This design comes from an exercise in tuning for small area and a short achievable clock period on the open sky130 flow, not from production work. The RTL was checked by simulation tests, not by an equivalence proof against the original design. Power and IR drop assume default switching activity.

R:
// ss8pack
module ss8pack (
    input  wire         clk,
    input  wire         rst,             
    input  wire         in_valid,
    input  wire [1:0]   in_mode,         
    input  wire         in_ftz,          
    input  wire [255:0] in_x,            
    input  wire [127:0] in_draw,         
    output reg          out_valid,
    output reg  [135:0] out_block,       
    output reg  [4:0]   out_flags
);
Settings: LEC_CHECK=0, CAP_MARGIN=20, CORE_MARGIN=2, CORE_UTILIZATION=70, CTS_CLUSTER_DIAMETER=50, CTS_CLUSTER_SIZE=36, SLEW_MARGIN=20; clock period 40.0 ns.
standard.sh (not shown) runs the stock make flow with config.mk's settings and CLKGATE_MAP_FILE= SYNTH_SCRIPT=/design/flow/synth_recipe.tcl, a recipe that flattens the netlist after the stock synthesis.
==> flow/flow/run.sh <==
#!/bin/bash
# Layout flow: the standard flow (standard.sh) with two changes:
#  - the synthesis step is run by flow/my_synth.tcl instead of
#    synth_recipe.tcl (different ABC mapping of the combinational logic);
#  - the port buffers placed by ORFS's buffer_ports are buf_1 cells (ORFS
#    otherwise picks clkdlybuf4s50_1 delay cells here).
# Each ORFS step keeps its own log under orfs/logs/; make's output goes to
# flow_make.log.
set -euo pipefail
W=$(pwd)
sed -e "s#SYNTH_SCRIPT=[^ ]*#SYNTH_SCRIPT=$W/flow/my_synth.tcl#" \
    -e 's#"${@:-finish}"#BUFFER_PORTS_ARGS="-buffer_cell sky130_fd_sc_hd__buf_1" "${@:-finish}"#' \
    standard.sh > my_standard.sh
grep -q "SYNTH_SCRIPT=$W/flow/my_synth.tcl" my_standard.sh
grep -q "BUFFER_PORTS_ARGS" my_standard.sh
bash my_standard.sh > flow_make.log 2>&1
==> flow/flow/abc.script <==
strash
&get -n
&fraig -x
&put
scorr
dc2
dretime
strash
dc2
&get -n
&syn2
&dc2
&syn2
&dc2
&dch -f
&nf
&put
buffer
upsize
dnsize
stime -p
==> flow/flow/my_synth.tcl <==
# The standard synthesis script (synth_recipe.tcl) with two changes to the
# technology mapping of the combinational logic only:
#  - ABC runs flow/abc.script (Yosys's default liberty script with extra
#    AIG rewriting before mapping) instead of ORFS's abc_*.script;
#  - no full/half adder extraction (ADDER_MAP_FILE unset), so ABC sees all
#    of the logic.
# Registers, flattening and renaming are exactly as in synth_recipe.tcl.
proc synth {args} { yosys synth -nofsm -noshare {*}$args }
set ::my_abc_file [file join [file dirname [file normalize [info script]]] abc.script]
proc abc {args} {
  set out {}
  set skip 0
  foreach a $args {
    if {$skip} { set skip 0; continue }
    if {$a eq "-script"} { set skip 1; continue }
    lappend out $a
  }
  set out [linsert $out 0 -script $::my_abc_file]
  puts "abc: $out"
  yosys abc {*}$out
}
if {[info exists ::env(ADDER_MAP_FILE)]} { unset ::env(ADDER_MAP_FILE) }
source $::env(SCRIPTS_DIR)/synth.tcl
# left out here: clear keep_hierarchy, flatten, clean up, hide names made inside functions, write 1_2_yosys.v
Looking at the reports, R completed the entire flow and the layout it produced met the timing, design-rule and antenna checks.
Input changes introduced in S (baseline for comparison: R):
- changing CTS_CLUSTER_DIAMETER from 50 to 60
- changing CORE_UTILIZATION from 70 to 55
- changing CTS_CLUSTER_SIZE from 36 to 30
## What came out
Relative to R, S improves wire length reported by the detailed router. Of S and R, S shows the higher number of well-tap cells placed, with R below it. | combinational cell fraction of total power | R vs S | ≈ equal |. Launch point of the critical path = out_block[124]: S; launch point of the critical path = out_block[133]: R. Comparing S and R, the lower number of non-clock buffers was measured on R.


Another version of the RTL of ss8pack (not shown whole).
For scale: ~5100 cells after synthesis, roughly 530 I/O pins, about 43000 um^2 of cells after synthesis.
export LEC_CHECK = 0
export CAP_MARGIN = 20
export CORE_MARGIN = 2
export CORE_UTILIZATION = 55
export SLEW_MARGIN = 20
create_clock -name core_clock -period 40.0 [get_ports {clk}]
Scripts as last shown in full above: flow/flow/run.sh, flow/flow/abc.script, flow/flow/my_synth.tcl
==> next run, changes <==
--- a/flow/flow/my_synth.tcl
+++ b/flow/flow/my_synth.tcl
@@ -3,2 +3 @@
-#  - ABC runs flow/abc.script (Yosys's default liberty script with extra
-#    AIG rewriting before mapping) instead of ORFS's abc_*.script;
+#  - ABC runs Yosys's default liberty script instead of ORFS's abc_*.script;
@@ -9 +7,0 @@
-set ::my_abc_file [file join [file dirname [file normalize [info script]]] abc.script]
@@ -18,2 +16 @@
-  set out [linsert $out 0 -script $::my_abc_file]
-  puts "abc: $out"
+  puts "abc (default script): $out"
Settings changed: CTS_BUF_LIST set to sky130_fd_sc_hd__clkbuf_8.
removed: flow/flow/abc.script
Non-clock buffer count climbs by 15.
Routed wire length drops by 5.5%.
Cell count climbs by 0.74%.
First-iteration DRC count drops by about 13%.
Count of clock-buffer cells in the layout climbs by 60.
Global-route usage drops by 2.1 points.
Cell area climbs by 0.66%.
Worst hold slack loses 0.012 ns.
Worst setup slack loses 0.15 ns.
Synthesized area climbs by 0.87%.
==> next run, changes <==
Settings changed: CTS_BUF_LIST sky130_fd_sc_hd__clkbuf_8 to unset.
The new run finished with timing, DRC and antenna clean.
Routed wire length stays flat.
Final area is about the same.
Worst hold slack is better by 0.0064 ns.
Global-route usage shrinks by 0.35 points.

port drivers added, routing unchanged:
Ports are ideal in the flow. The routed layouts listed here were re-timed in OpenROAD. Step 1: set_driving_cell puts a clkbuf_16 on clk and a buf_2 on each other input, an assumption about the parent block. Step 2 moves the port delays by t, midway between the first and last clock arrival at a register: inputs arrive t later, outputs are due t later. That takes back most of the time a late clock gives input paths. Three values: no drivers, after step 1, after step 2; two values: the first two.
run	shift t [ns]	setup WS [ns]	worst setup path after step 2	latest minus earliest clock arrival (ns)
R	0.718	30.780 / 30.710 / 31.428	register to output	0.045 / 0.045
S	0.714	30.835 / 30.765 / 31.418	register to register	0.048 / 0.048
the first run of note 2	0.726	30.830 / 30.760 / 31.414	register to register	0.038 / 0.039
the second run of note 2	0.905	30.675 / 30.603 / 31.507	register to output	0.050 / 0.049
the third run of note 2	0.730	30.847 / 30.774 / 31.505	register to output	0.028 / 0.029
After both steps setup and hold are still met in every run listed.
